Context: an optimization exercise on an open-source flow, tuned for small area and a short achievable clock period. The choices shown serve that exercise and are no tape-out recipe. Only simulation tests tie the RTL to the original design; equivalence was not proved. Power figures rest on the tool's default switching activity, not on a simulated workload.

==> amber <==
// windlass_mac
module windlass_mac (
    input  wire        clk,
    input  wire        rst,
    input  wire        in_valid,
    input  wire        in_last,
    input  wire [31:0] in_a,
    input  wire [31:0] in_s,
    output reg         out_valid,
    output reg  [63:0] out_c
);
export LEC_CHECK = 0
export CAP_MARGIN = 20
export CORE_MARGIN = 2
export CORE_UTILIZATION = 40
export SLEW_MARGIN = 20
export SYNTH_HIERARCHICAL = 1
export SYNTH_MINIMUM_KEEP_SIZE = 0
create_clock -name core_clock -period 11.0 [get_ports {clk}]
standard.sh (not shown) runs the stock make flow with config.mk's settings and CLKGATE_MAP_FILE= SYNTH_SCRIPT=/design/flow/synth_recipe.tcl, a recipe that flattens the netlist after the stock synthesis.
==> flow/flow/run.sh <==
#!/bin/bash
# Layout flow: the standard synthesis, unchanged, then the standard ORFS
# steps (floorplan to finish) with different repair settings:
#   - up to and including CTS, timing repair aims at the setup margin in
#     flow/margin.txt, so that the resizer works the design towards a shorter
#     period than the clock's; after CTS (global route onwards) it aims at the
#     margin in flow/margin_route.txt;
#   - extra make variables from flow/args.txt, one per line (resizer and
#     port-buffer options).
# The clock, the SDC and the design are the standard flow's. Each step's full output is
# in orfs/logs/ (ORFS's own logs) and in synth.log / cts.log / layout.log here.
set -uo pipefail
MARGIN=$(cat flow/margin.txt)
MARGIN_ROUTE=$(cat flow/margin_route.txt)
mapfile -t EXTRA < flow/args.txt
bash standard.sh synth > synth.log 2>&1 || exit 1
bash standard.sh SETUP_SLACK_MARGIN=$MARGIN TNS_END_PERCENT=100 "${EXTRA[@]}" cts > cts.log 2>&1 || exit 1
bash standard.sh SETUP_SLACK_MARGIN=$MARGIN_ROUTE TNS_END_PERCENT=100 "${EXTRA[@]}" finish > layout.log 2>&1
==> flow/flow/args.txt <==
MATCH_CELL_FOOTPRINT=0
BUFFER_PORTS_ARGS=-buffer_cell sky130_fd_sc_hd__buf_2
==> flow/flow/margin.txt <==
7.6
==> flow/flow/margin_route.txt <==
0
==> inputs of raven, as changes to amber <==
CORE_UTILIZATION = 55   (was 40)
==> inputs of juniper, as changes to amber <==
CORE_UTILIZATION = 55   (was 40)
CTS_CLUSTER_SIZE = 24   (was default)
==> notes <==
Flip-flop and latch count is the same in raven and juniper. In critical path depth, juniper and amber do not differ. Total power, highest first: amber, juniper, raven. First-iteration DRC count: amber < raven < juniper. Register-to-register slack, lowest first: juniper, raven, amber. Fmax: raven is higher than juniper (0.56%). Of amber and juniper, amber has the higher clock power (gap about 3%, measured against juniper). Against juniper, the combinational power of amber is smaller by about 0.5%. Final area: amber > raven > juniper. In raven the sequential share of layout area is higher than in amber, by 0.29 points.

* * *

==> run X <==
Another version of the RTL of windlass_mac (not shown whole).
Design windlass_mac, start of the top module:
module windlass_mac (
    input  wire        clk,
    input  wire        rst,
    input  wire        in_valid,
    input  wire        in_last,
    input  wire [31:0] in_a,
    input  wire [31:0] in_s,
    output reg         out_valid,
    output reg  [63:0] out_c
);
Settings: LEC_CHECK=0, CAP_MARGIN=20, CORE_MARGIN=2, CORE_UTILIZATION=40, SLEW_MARGIN=20, SYNTH_HIERARCHICAL=1, SYNTH_MINIMUM_KEEP_SIZE=0; clock period 11.0 ns.
Scripts as last shown in full above: flow/flow/run.sh, flow/flow/args.txt, flow/flow/margin.txt, flow/flow/margin_route.txt
==> inputs of run K, as changes to run X <==
--- a/flow/design.v
+++ b/flow/design.v
@@ -10,22 +10,29 @@
 );
     wire [32:0] se = {in_s, 1'b0};
     wire        tv = in_valid & ~rst;
     reg  [31:0] a_r;
     reg  [15:0] x1_r, x2_r, ng_r;
+    reg  [31:0] an_r;
+    reg  [15:0] x1n_r, x2n_r, ngn_r;
     reg         l0;
     integer j;
     always @(posedge clk) begin
         a_r <= in_a;
+        an_r <= ~in_a;
         l0  <= tv & in_last;
         for (j = 0; j < 16; j = j + 1) begin
             x1_r[j] <= tv & (se[2*j+1] ^ se[2*j]);
             x2_r[j] <= tv & ((se[2*j+2] & ~se[2*j+1] & ~se[2*j]) | (~se[2*j+2] & se[2*j+1] & se[2*j]));
             ng_r[j] <= tv & se[2*j+2];
+            x1n_r[j] <= ~(tv & (se[2*j+1] ^ se[2*j]));
+            x2n_r[j] <= ~(tv & ((se[2*j+2] & ~se[2*j+1] & ~se[2*j]) | (~se[2*j+2] & se[2*j+1] & se[2*j])));
+            ngn_r[j] <= ~(tv & se[2*j+2]);
         end
     end
     wire [33:0] ae = {a_r[31], a_r, 1'b0};   
+    wire [33:0] aen = {an_r[31], an_r, 1'b1};   
     wire [32:0] pp0;
     wire [32:0] pp1;
     wire [32:0] pp2;
     wire [32:0] pp3;
     wire [32:0] pp4;
@@ -40,26 +47,90 @@
     wire [32:0] pp13;
     wire [32:0] pp14;
     wire [32:0] pp15;
     genvar gi;
     generate for (gi = 0; gi < 33; gi = gi + 1) begin : g_pp
-        assign pp0[gi] = ((x1_r[0] & ae[gi+1]) | (x2_r[0] & ae[gi])) ^ ng_r[0];
-        assign pp1[gi] = ((x1_r[1] & ae[gi+1]) | (x2_r[1] & ae[gi])) ^ ng_r[1];
-        assign pp2[gi] = ((x1_r[2] & ae[gi+1]) | (x2_r[2] & ae[gi])) ^ ng_r[2];
-        assign pp3[gi] = ((x1_r[3] & ae[gi+1]) | (x2_r[3] & ae[gi])) ^ ng_r[3];
-        assign pp4[gi] = ((x1_r[4] & ae[gi+1]) | (x2_r[4] & ae[gi])) ^ ng_r[4];
-        assign pp5[gi] = ((x1_r[5] & ae[gi+1]) | (x2_r[5] & ae[gi])) ^ ng_r[5];
-        assign pp6[gi] = ((x1_r[6] & ae[gi+1]) | (x2_r[6] & ae[gi])) ^ ng_r[6];
-        assign pp7[gi] = ((x1_r[7] & ae[gi+1]) | (x2_r[7] & ae[gi])) ^ ng_r[7];
-        assign pp8[gi] = ((x1_r[8] & ae[gi+1]) | (x2_r[8] & ae[gi])) ^ ng_r[8];
-        assign pp9[gi] = ((x1_r[9] & ae[gi+1]) | (x2_r[9] & ae[gi])) ^ ng_r[9];
-        assign pp10[gi] = ((x1_r[10] & ae[gi+1]) | (x2_r[10] & ae[gi])) ^ ng_r[10];
-        assign pp11[gi] = ((x1_r[11] & ae[gi+1]) | (x2_r[11] & ae[gi])) ^ ng_r[11];
-        assign pp12[gi] = ((x1_r[12] & ae[gi+1]) | (x2_r[12] & ae[gi])) ^ ng_r[12];
-        assign pp13[gi] = ((x1_r[13] & ae[gi+1]) | (x2_r[13] & ae[gi])) ^ ng_r[13];
-        assign pp14[gi] = ((x1_r[14] & ae[gi+1]) | (x2_r[14] & ae[gi])) ^ ng_r[14];
-        assign pp15[gi] = ((x1_r[15] & ae[gi+1]) | (x2_r[15] & ae[gi])) ^ ng_r[15];
+        if (gi < 17) begin : lo0
+            assign pp0[gi] = ((x1_r[0] & ae[gi+1]) | (x2_r[0] & ae[gi])) ^ ng_r[0];
+        end else begin : hi0
+            assign pp0[gi] = ((~x1n_r[0] & ae[gi+1]) | (~x2n_r[0] & ae[gi])) ^ ~ngn_r[0];
+        end
+        if (gi < 17) begin : lo1
+            assign pp1[gi] = ((x1_r[1] & ae[gi+1]) | (x2_r[1] & ae[gi])) ^ ng_r[1];
+        end else begin : hi1
+            assign pp1[gi] = ((~x1n_r[1] & ae[gi+1]) | (~x2n_r[1] & ae[gi])) ^ ~ngn_r[1];
+        end
+        if (gi < 17) begin : lo2
+            assign pp2[gi] = ((x1_r[2] & ae[gi+1]) | (x2_r[2] & ae[gi])) ^ ng_r[2];
+        end else begin : hi2
+            assign pp2[gi] = ((~x1n_r[2] & ae[gi+1]) | (~x2n_r[2] & ae[gi])) ^ ~ngn_r[2];
+        end
+        if (gi < 17) begin : lo3
+            assign pp3[gi] = ((x1_r[3] & ae[gi+1]) | (x2_r[3] & ae[gi])) ^ ng_r[3];
+        end else begin : hi3
+            assign pp3[gi] = ((~x1n_r[3] & ae[gi+1]) | (~x2n_r[3] & ae[gi])) ^ ~ngn_r[3];
+        end
+        if (gi < 17) begin : lo4
+            assign pp4[gi] = ((x1_r[4] & ae[gi+1]) | (x2_r[4] & ae[gi])) ^ ng_r[4];
+        end else begin : hi4
+            assign pp4[gi] = ((~x1n_r[4] & ae[gi+1]) | (~x2n_r[4] & ae[gi])) ^ ~ngn_r[4];
+        end
+        if (gi < 17) begin : lo5
+            assign pp5[gi] = ((x1_r[5] & ae[gi+1]) | (x2_r[5] & ae[gi])) ^ ng_r[5];
+        end else begin : hi5
+            assign pp5[gi] = ((~x1n_r[5] & ae[gi+1]) | (~x2n_r[5] & ae[gi])) ^ ~ngn_r[5];
+        end
+        if (gi < 17) begin : lo6
+            assign pp6[gi] = ((x1_r[6] & ae[gi+1]) | (x2_r[6] & ae[gi])) ^ ng_r[6];
+        end else begin : hi6
+            assign pp6[gi] = ((~x1n_r[6] & ae[gi+1]) | (~x2n_r[6] & ae[gi])) ^ ~ngn_r[6];
+        end
+        if (gi < 17) begin : lo7
+            assign pp7[gi] = ((x1_r[7] & ae[gi+1]) | (x2_r[7] & ae[gi])) ^ ng_r[7];
+        end else begin : hi7
+            assign pp7[gi] = ((~x1n_r[7] & ae[gi+1]) | (~x2n_r[7] & ae[gi])) ^ ~ngn_r[7];
+        end
+        if (gi < 17) begin : lo8
+            assign pp8[gi] = ((x1_r[8] & ~aen[gi+1]) | (x2_r[8] & ~aen[gi])) ^ ng_r[8];
+        end else begin : hi8
+            assign pp8[gi] = ((~x1n_r[8] & ~aen[gi+1]) | (~x2n_r[8] & ~aen[gi])) ^ ~ngn_r[8];
+        end
+        if (gi < 17) begin : lo9
+            assign pp9[gi] = ((x1_r[9] & ~aen[gi+1]) | (x2_r[9] & ~aen[gi])) ^ ng_r[9];
+        end else begin : hi9
+            assign pp9[gi] = ((~x1n_r[9] & ~aen[gi+1]) | (~x2n_r[9] & ~aen[gi])) ^ ~ngn_r[9];
+        end
+        if (gi < 17) begin : lo10
+            assign pp10[gi] = ((x1_r[10] & ~aen[gi+1]) | (x2_r[10] & ~aen[gi])) ^ ng_r[10];
+        end else begin : hi10
+            assign pp10[gi] = ((~x1n_r[10] & ~aen[gi+1]) | (~x2n_r[10] & ~aen[gi])) ^ ~ngn_r[10];
+        end
+        if (gi < 17) begin : lo11
+            assign pp11[gi] = ((x1_r[11] & ~aen[gi+1]) | (x2_r[11] & ~aen[gi])) ^ ng_r[11];
+        end else begin : hi11
+            assign pp11[gi] = ((~x1n_r[11] & ~aen[gi+1]) | (~x2n_r[11] & ~aen[gi])) ^ ~ngn_r[11];
+        end
+        if (gi < 17) begin : lo12
+            assign pp12[gi] = ((x1_r[12] & ~aen[gi+1]) | (x2_r[12] & ~aen[gi])) ^ ng_r[12];
+        end else begin : hi12
+            assign pp12[gi] = ((~x1n_r[12] & ~aen[gi+1]) | (~x2n_r[12] & ~aen[gi])) ^ ~ngn_r[12];
+        end
+        if (gi < 17) begin : lo13
+            assign pp13[gi] = ((x1_r[13] & ~aen[gi+1]) | (x2_r[13] & ~aen[gi])) ^ ng_r[13];
+        end else begin : hi13
+            assign pp13[gi] = ((~x1n_r[13] & ~aen[gi+1]) | (~x2n_r[13] & ~aen[gi])) ^ ~ngn_r[13];
+        end
+        if (gi < 17) begin : lo14
+            assign pp14[gi] = ((x1_r[14] & ~aen[gi+1]) | (x2_r[14] & ~aen[gi])) ^ ng_r[14];
+        end else begin : hi14
+            assign pp14[gi] = ((~x1n_r[14] & ~aen[gi+1]) | (~x2n_r[14] & ~aen[gi])) ^ ~ngn_r[14];
+        end
+        if (gi < 17) begin : lo15
+            assign pp15[gi] = ((x1_r[15] & ~aen[gi+1]) | (x2_r[15] & ~aen[gi])) ^ ng_r[15];
+        end else begin : hi15
+            assign pp15[gi] = ((~x1n_r[15] & ~aen[gi+1]) | (~x2n_r[15] & ~aen[gi])) ^ ~ngn_r[15];
+        end
     end endgenerate
     wire t1, t2, t3, t4, t5, t6, t7, t8, t9, t10, t11, t12, t13, t14, t15, t16;
     wire t17, t18, t19, t20, t21, t22, t23, t24, t25, t26, t27, t28, t29, t30, t31, t32;
     wire t33, t34, t35, t36, t37, t38, t39, t40, t41, t42, t43, t44, t45, t46, t47, t48;
     wire t49, t50, t51, t52, t53, t54, t55, t56, t57, t58, t59, t60, t61, t62, t63, t64;
@@ -698,12 +769,12 @@
         r1[60] <= t549;
         r0[61] <= t697;
         r0[62] <= t698;
         r1[62] <= ~pp15[32];
     end
-    reg         clr, rst_d;
-    wire [63:0] accg = out_c & {64{~clr}};
+    reg         clr, clrn, rst_d;
+    wire [63:0] accg = out_c & {{32{clrn}}, {32{~clr}}};
     wm_fa u_t806 (.a(r0[6]), .b(r1[6]), .c(r2[6]), .s(t806), .co(t807));
     wm_fa u_t808 (.a(r0[19]), .b(r1[19]), .c(r2[19]), .s(t808), .co(t809));
     wm_fa u_t810 (.a(r0[20]), .b(r1[20]), .c(r2[20]), .s(t810), .co(t811));
     wm_fa u_t812 (.a(r0[21]), .b(r1[21]), .c(r2[21]), .s(t812), .co(t813));
     wm_fa u_t814 (.a(r0[22]), .b(r1[22]), .c(r2[22]), .s(t814), .co(t815));
@@ -1279,10 +1350,11 @@
     always @(posedge clk) begin
         out_c     <= nxt;
         out_valid <= l1 & ~rst;
         rst_d     <= rst;
         clr       <= l1 | rst | rst_d;   
+        clrn      <= ~(l1 | rst | rst_d);
     end
 endmodule
 module wm_fa (input wire a, input wire b, input wire c, output wire s, output wire co);
     assign s  = a ^ b ^ c;
     assign co = (a & b) | (a & c) | (b & c);
- CORE_UTILIZATION: 40 -> 55
==> inputs of run A, as changes to run X <==
--- a/flow/design.v
+++ b/flow/design.v
@@ -10,22 +10,25 @@
 );
     wire [32:0] se = {in_s, 1'b0};
     wire        tv = in_valid & ~rst;
     reg  [31:0] a_r;
     reg  [15:0] x1_r, x2_r, ng_r;
+    reg  [31:0] an_r;
     reg         l0;
     integer j;
     always @(posedge clk) begin
         a_r <= in_a;
+        an_r <= ~in_a;
         l0  <= tv & in_last;
         for (j = 0; j < 16; j = j + 1) begin
             x1_r[j] <= tv & (se[2*j+1] ^ se[2*j]);
             x2_r[j] <= tv & ((se[2*j+2] & ~se[2*j+1] & ~se[2*j]) | (~se[2*j+2] & se[2*j+1] & se[2*j]));
             ng_r[j] <= tv & se[2*j+2];
         end
     end
     wire [33:0] ae = {a_r[31], a_r, 1'b0};   
+    wire [33:0] aen = {an_r[31], an_r, 1'b1};   
     wire [32:0] pp0;
     wire [32:0] pp1;
     wire [32:0] pp2;
     wire [32:0] pp3;
     wire [32:0] pp4;
@@ -48,18 +51,18 @@
         assign pp3[gi] = ((x1_r[3] & ae[gi+1]) | (x2_r[3] & ae[gi])) ^ ng_r[3];
         assign pp4[gi] = ((x1_r[4] & ae[gi+1]) | (x2_r[4] & ae[gi])) ^ ng_r[4];
         assign pp5[gi] = ((x1_r[5] & ae[gi+1]) | (x2_r[5] & ae[gi])) ^ ng_r[5];
         assign pp6[gi] = ((x1_r[6] & ae[gi+1]) | (x2_r[6] & ae[gi])) ^ ng_r[6];
         assign pp7[gi] = ((x1_r[7] & ae[gi+1]) | (x2_r[7] & ae[gi])) ^ ng_r[7];
-        assign pp8[gi] = ((x1_r[8] & ae[gi+1]) | (x2_r[8] & ae[gi])) ^ ng_r[8];
-        assign pp9[gi] = ((x1_r[9] & ae[gi+1]) | (x2_r[9] & ae[gi])) ^ ng_r[9];
-        assign pp10[gi] = ((x1_r[10] & ae[gi+1]) | (x2_r[10] & ae[gi])) ^ ng_r[10];
-        assign pp11[gi] = ((x1_r[11] & ae[gi+1]) | (x2_r[11] & ae[gi])) ^ ng_r[11];
-        assign pp12[gi] = ((x1_r[12] & ae[gi+1]) | (x2_r[12] & ae[gi])) ^ ng_r[12];
-        assign pp13[gi] = ((x1_r[13] & ae[gi+1]) | (x2_r[13] & ae[gi])) ^ ng_r[13];
-        assign pp14[gi] = ((x1_r[14] & ae[gi+1]) | (x2_r[14] & ae[gi])) ^ ng_r[14];
-        assign pp15[gi] = ((x1_r[15] & ae[gi+1]) | (x2_r[15] & ae[gi])) ^ ng_r[15];
+        assign pp8[gi] = ((x1_r[8] & ~aen[gi+1]) | (x2_r[8] & ~aen[gi])) ^ ng_r[8];
+        assign pp9[gi] = ((x1_r[9] & ~aen[gi+1]) | (x2_r[9] & ~aen[gi])) ^ ng_r[9];
+        assign pp10[gi] = ((x1_r[10] & ~aen[gi+1]) | (x2_r[10] & ~aen[gi])) ^ ng_r[10];
+        assign pp11[gi] = ((x1_r[11] & ~aen[gi+1]) | (x2_r[11] & ~aen[gi])) ^ ng_r[11];
+        assign pp12[gi] = ((x1_r[12] & ~aen[gi+1]) | (x2_r[12] & ~aen[gi])) ^ ng_r[12];
+        assign pp13[gi] = ((x1_r[13] & ~aen[gi+1]) | (x2_r[13] & ~aen[gi])) ^ ng_r[13];
+        assign pp14[gi] = ((x1_r[14] & ~aen[gi+1]) | (x2_r[14] & ~aen[gi])) ^ ng_r[14];
+        assign pp15[gi] = ((x1_r[15] & ~aen[gi+1]) | (x2_r[15] & ~aen[gi])) ^ ng_r[15];
     end endgenerate
     wire t1, t2, t3, t4, t5, t6, t7, t8, t9, t10, t11, t12, t13, t14, t15, t16;
     wire t17, t18, t19, t20, t21, t22, t23, t24, t25, t26, t27, t28, t29, t30, t31, t32;
     wire t33, t34, t35, t36, t37, t38, t39, t40, t41, t42, t43, t44, t45, t46, t47, t48;
     wire t49, t50, t51, t52, t53, t54, t55, t56, t57, t58, t59, t60, t61, t62, t63, t64;
@@ -698,12 +701,12 @@
         r1[60] <= t549;
         r0[61] <= t697;
         r0[62] <= t698;
         r1[62] <= ~pp15[32];
     end
-    reg         clr, rst_d;
-    wire [63:0] accg = out_c & {64{~clr}};
+    reg         clr, clrn, rst_d;
+    wire [63:0] accg = out_c & {{32{clrn}}, {32{~clr}}};
     wm_fa u_t806 (.a(r0[6]), .b(r1[6]), .c(r2[6]), .s(t806), .co(t807));
     wm_fa u_t808 (.a(r0[19]), .b(r1[19]), .c(r2[19]), .s(t808), .co(t809));
     wm_fa u_t810 (.a(r0[20]), .b(r1[20]), .c(r2[20]), .s(t810), .co(t811));
     wm_fa u_t812 (.a(r0[21]), .b(r1[21]), .c(r2[21]), .s(t812), .co(t813));
     wm_fa u_t814 (.a(r0[22]), .b(r1[22]), .c(r2[22]), .s(t814), .co(t815));
@@ -1279,10 +1282,11 @@
     always @(posedge clk) begin
         out_c     <= nxt;
         out_valid <= l1 & ~rst;
         rst_d     <= rst;
         clr       <= l1 | rst | rst_d;   
+        clrn      <= ~(l1 | rst | rst_d);
     end
 endmodule
 module wm_fa (input wire a, input wire b, input wire c, output wire s, output wire co);
     assign s  = a ^ b ^ c;
     assign co = (a & b) | (a & c) | (b & c);
- CORE_UTILIZATION: 40 -> 55
- CTS_CLUSTER_SIZE: unset -> 24
==> qor summary <==
| quantity | run K | run X | run A |
|---|---|---|---|
| Outcome | finished clean | finished clean | finished clean |
| Crit path arrival time | 3.90 ns | 4.08 ns | 3.97 ns |
| Most common cell type on the critical path | fa_1 | fa_1 | o21ai_2 |
| DRC violation total after the first TritonRoute iteration | 1969 | 2663 | 2160 |
| CP max FO | 16 | 3 | 3 |
| Skew-Pair Late Insertion Delay | 0.58 ns | 0.60 ns | 0.61 ns |
| Total via count after detailed routing | 23260 | 23220 | 23540 |
| Worst setup endpoint | r1[41]$_DFF_P_ | out_c[37]$_DFF_P_ | out_c[43]$_DFF_P_ |
| Leading cell type in the layout, fill and taps excluded | fa_1 | xnor2_1 | fa_1 |
| Relative contribution of sequential cells to total power | 18.6% | 15.1% | 15.8% |
| Switching part of the total power | 47.81% | 49.48% | 49.21% |
| R2r worst-path depth | 6 | 12 | 12 |
| Non-CTS inverters | 176 | 79 | 129 |
| Measured slew at the worst slew-check pin | 1.135 ns | 0.8204 ns | 0.9019 ns |
| Clock tree skew after final layout | 0.02697 ns | 0.02875 ns | 0.02812 ns |
| Mean instance size in the synthesized netlist | 10.62 µm² | 11.21 µm² | 11.20 µm² |

==> port drivers added, routing unchanged <==
Ports are ideal in the flow. The routed layouts listed here were re-timed in OpenROAD. Step 1 (the two cells are an assumption about what drives the block):
set clk [get_ports {clk}]
set_driving_cell -lib_cell sky130_fd_sc_hd__clkbuf_16 $clk
set_driving_cell -lib_cell sky130_fd_sc_hd__buf_2 [delete_from_list [all_inputs] $clk]
Step 2 adds t to the input delays and takes it off the output delays; t is the mean of the earliest and latest rising clock arrival at the registers after step 1. Input paths then give back, and output paths get back, about the clock's delay inside the block. a / b / c = ideal / step 1 / step 2; a / b = the first two.
| run | t, ns | setup WS [ns] | latest minus earliest clock arrival (ns) |
|---|---|---|---|
| amber | 0.652 | 7.514 / 7.514 / 7.352 | 0.035 / 0.036 |
| raven | 0.643 | 7.489 / 7.489 / 7.294 | 0.040 / 0.039 |
| juniper | 0.646 | 7.469 / 7.469 / 7.304 | 0.030 / 0.030 |
| run X | 0.647 | 7.401 / 7.401 / 7.401 | 0.028 / 0.029 |
| run K | 0.633 | 7.512 / 7.512 / 7.336 | 0.027 / 0.027 |
| run A | 0.661 | 7.498 / 7.498 / 7.498 | 0.028 / 0.028 |
After both steps every run listed still meets setup and hold. The setup slack of raven, which loses most, moves by 0.000 ns with the drivers and by -0.195 ns with both steps.
